Source: an optimization exercise on an open RTL-to-GDS flow (aim: small area and a short achievable clock period). Production flows keep margins and buffers that such runs may drop.
Function was checked by simulation only, so behaviour that the tests miss may differ from the original.
Power figures rest on the tool's default switching activity, not on a simulated workload.

==> nickel: inputs <==
// dsp_acc
module dsp_acc (
    input  wire        clk,
    input  wire        rst_n,
    input  wire        in_valid,
    input  wire [3:0]  in_op,
    input  wire [1:0]  in_opc,
    input  wire        in_conj,
    input  wire        in_uf,
    input  wire        in_us,
    input  wire        in_pair,
    input  wire [1:0]  in_an,
    input  wire        in_w,
    input  wire [5:0]  in_s,
    input  wire        in_sat,
    input  wire [31:0] in_a,
    input  wire [31:0] in_b,
    output reg         out_valid,
    output reg  [31:0] out_data,
    output reg         out_n,
    output reg         out_z,
    output reg         out_v,
    output reg         out_sticky
);
==> flow/config.mk <==
export PLATFORM = sky130hd
export DESIGN_NAME = dsp_acc
export DESIGN_NICKNAME = dsp_acc
export VERILOG_FILES = /design/flow/design.v
export SDC_FILE = /design/flow/constraint.sdc
export NUM_CORES = 4
export LEC_CHECK = 0
export ABC_AREA = 1
export CAP_MARGIN = 20
export CORE_MARGIN = 2
export CORE_UTILIZATION = 55
export SLEW_MARGIN = 20
==> flow/constraint.sdc <==
create_clock -name core_clock -period 14.0 [get_ports {clk}]
set_input_delay 2.8000 -clock core_clock [delete_from_list [all_inputs] [get_ports {clk}]]
set_output_delay 2.8000 -clock core_clock [all_outputs]
set_load 0.01 [all_outputs]
standard.sh (not shown) runs the stock make flow with config.mk's settings and CLKGATE_MAP_FILE= SYNTH_SCRIPT=/design/flow/synth_recipe.tcl, a recipe that flattens the netlist after the stock synthesis.
==> flow/flow/run.sh <==
#!/bin/bash
set -euo pipefail
R=orfs/results/sky130hd/dsp_acc/base
bash standard.sh synth > synth_flow.log 2>&1
cp $R/1_2_yosys.v $R/1_2_yosys_standard.v
python3 flow/fa_polarity.py $R/1_2_yosys_standard.v $R/1_2_yosys.v $FLOW_HOME/platforms/sky130hd/lib/sky130_fd_sc_hd__tt_025C_1v80.lib > fa_polarity.log 2>&1
rm -f $R/1_synth.odb $R/1_synth.sdc
bash standard.sh SETUP_SLACK_MARGIN=10.1 \
  "BUFFER_PORTS_ARGS=-buffer_cell sky130_fd_sc_hd__buf_2" \
  "CTS_ARGS=-sink_clustering_enable -repair_clock_nets -dont_use_dummy_load" \
  finish > standard_flow.log 2>&1
Other scripts of this flow, unchanged in this note and not shown: flow/flow/fa_polarity.py
==> xenon (differences from nickel) <==
--- a/flow/design.v
+++ b/flow/design.v
@@ -60,37 +60,17 @@
     wire i_cm = (in_op == OP_CMAC);
     wire i_dm = (in_op == OP_DMAC);
     wire i_ld = (in_op == OP_LDA);
     wire i_mac = i_cm | i_dm;
     wire [16:0] i_bre = {in_b[15] & ~in_us, in_b[15:0]};
     wire [16:0] i_bim = {in_b[31] & ~in_us, in_b[31:16]};
-    wire [26:0] d_re = booth(i_bre, 1'b0);
-    wire [26:0] d_im = booth(i_bim, 1'b0);
-    wire       i_n  = in_opc[0];
-    wire [8:0] n_re   = d_re[26:18] ^ {9{i_n}};                  
-    wire [8:0] n_imcm = d_im[26:18] ^ {9{i_n ^ ~in_conj}};       
-    wire [8:0] n_im   = d_im[26:18] ^ {9{i_n}};                  
-    wire [8:0] n_recm = d_re[26:18] ^ {9{i_n ^ in_conj}};        
-    wire [8:0] n_m16  = 9'b011111111;                             
-    function [26:0] digsel;
-        input [26:0] re, im;
-        input use_re, use_im, use_1, use_m16;    
-        input [8:0] neg_re, neg_im;
-        reg [8:0] one, two, neg;
-        begin
-            one = ({9{use_re}} & re[8:0]) | ({9{use_im}} & im[8:0]) |
-                  {use_m16, 7'd0, use_1};
-            two = ({9{use_re}} & re[17:9]) | ({9{use_im}} & im[17:9]);
-            neg = ({9{use_re}} & neg_re) | ({9{use_im}} & neg_im) | ({9{use_m16}} & n_m16);
-            digsel = {neg, two, one};
-        end
-    endfunction
-    wire [26:0] i_rr = digsel(d_re, d_im, i_mac, 1'b0, i_ld, 1'b0, n_re, n_im);
-    wire [26:0] i_ii = digsel(d_re, d_im, 1'b0, i_cm, 1'b0, i_ld, n_re, n_imcm);
-    wire [26:0] i_rx = digsel(d_re, d_im, 1'b0, i_cm, i_ld, 1'b0, n_re, n_im);
-    wire [26:0] i_ry = digsel(d_re, d_im, i_cm, i_dm, 1'b0, i_ld, n_recm, n_im);
+    wire [26:0] i_rr = booth(i_mac ? i_bre : {16'd0, i_ld}, in_opc[0] & ~i_ld);
+    wire [26:0] i_ii = booth(i_cm  ? i_bim : {i_ld, 16'd0}, i_ld | (in_opc[0] ^ ~in_conj));
+    wire [26:0] i_rx = booth(i_cm  ? i_bim : {16'd0, i_ld}, in_opc[0] & ~i_ld);
+    wire [26:0] i_ry = booth(i_cm  ? i_bre : i_dm ? i_bim : {i_ld, 16'd0},
+                             i_ld | (in_opc[0] ^ (in_conj & i_cm)));
     always @(posedge clk) begin
         if (!rst_n)
             q_valid <= 1'b0;
         else
             q_valid <= in_valid;
         q_op   <= in_op;
==> flow/flow/run.sh (replaced) <==
#!/bin/bash
set -euo pipefail
R=orfs/results/sky130hd/dsp_acc/base
bash standard.sh synth > synth_flow.log 2>&1
cp $R/1_2_yosys.v $R/1_2_yosys_standard.v
python3 flow/fa_polarity.py $R/1_2_yosys_standard.v $R/1_2_yosys.v $FLOW_HOME/platforms/sky130hd/lib/sky130_fd_sc_hd__tt_025C_1v80.lib > fa_polarity.log 2>&1
rm -f $R/1_synth.odb $R/1_synth.sdc
bash standard.sh SETUP_SLACK_MARGIN=10 \
  "BUFFER_PORTS_ARGS=-buffer_cell sky130_fd_sc_hd__buf_2" \
  "CTS_ARGS=-sink_clustering_enable -repair_clock_nets -dont_use_dummy_load" \
  finish > standard_flow.log 2>&1
==> delta (differences from nickel) <==
==> flow/flow/run.sh (replaced) <==
#!/bin/bash
set -euo pipefail
R=orfs/results/sky130hd/dsp_acc/base
bash standard.sh synth > synth_flow.log 2>&1
cp $R/1_2_yosys.v $R/1_2_yosys_standard.v
python3 flow/fa_polarity.py $R/1_2_yosys_standard.v $R/1_2_yosys.v $FLOW_HOME/platforms/sky130hd/lib/sky130_fd_sc_hd__tt_025C_1v80.lib > fa_polarity.log 2>&1
rm -f $R/1_synth.odb $R/1_synth.sdc
bash standard.sh SETUP_SLACK_MARGIN=10 \
  "BUFFER_PORTS_ARGS=-buffer_cell sky130_fd_sc_hd__buf_2" \
  "CTS_ARGS=-sink_clustering_enable -repair_clock_nets -dont_use_dummy_load" \
  finish > standard_flow.log 2>&1
- CORE_UTILIZATION: 55 -> 60
==> comparison table <==
metric	delta	nickel	xenon
Switching power summed over all nets	6.543 mW	6.710 mW	10.34 mW
RD Place Congestion	1.065	1.071	1.044
Start point of the critical path	q_a[21]$_DFF_P_	q_a[9]$_DFF_P_	q_a[12]$_DFF_P_
Number of vias per cell after detailed routing	6.541	6.439	6.363
Relative contribution of sequential cells to total power	0.199	0.195	0.145
Met3 capacity usage during global routing	0.1812	0.1583	0.1337
Detailed-placement wirelength estimate	178.9 mm	184.5 mm	179.5 mm
First-pass GRT wire length	353.1 mm	361.9 mm	352.5 mm
Layout area overhead	11.01%	12.13%	10.47%
Global Route Usage Sum	0.4650	0.4400	0.4254
Fmax	246.0 MHz	249.2 MHz	248.6 MHz
Height of the die	319.2 um	333.2 um	334.2 um
Hold worst-path end	r2_sta$_DFF_P_	r2_mac$_DFF_P_	r2_rd$_DFF_P_
Least setup slack across all paths after layout	9.936 ns	9.988 ns	9.978 ns
Clock buffer and inverter area fraction after layout	0.03026	0.02883	0.03059
Result of the run	finished clean	finished clean	finished clean
Total CTS buffers	80	77	81
Clock buffer instance count of the final layout	80	77	81
Initial core utilization	0.6055	0.5559	0.5525

-- what the ideal ports hide --
In the flow no input, the clock included, has a driving cell. The finished layouts below were timed again as built, in two steps. Step 1 (the two cells are an assumption about what drives the block):
set clk [get_ports {clk}]
set_driving_cell -lib_cell sky130_fd_sc_hd__clkbuf_16 $clk
set_driving_cell -lib_cell sky130_fd_sc_hd__buf_2 [delete_from_list [all_inputs] $clk]
Step 2 also shifts input and output timing later by t, the mid clock arrival at the registers, as if the neighbouring blocks saw the same clock. Slacks: ideal / step 1 / step 2; pairs: ideal / step 1.
run	t, ns	slack for setup (ns)	worst setup path at the end	pins driven straight from the clock port
nickel	0.732	9.988 / 9.986 / 9.487	input to register	1
xenon	0.730	9.978 / 9.978 / 9.253	input to register	1
delta	0.724	9.936 / 9.936 / 9.359	input to register	1
After both steps every run listed still meets setup and hold. For xenon, which loses most, drivers alone change the setup slack by 0.000 ns; drivers and shift together by -0.725 ns.
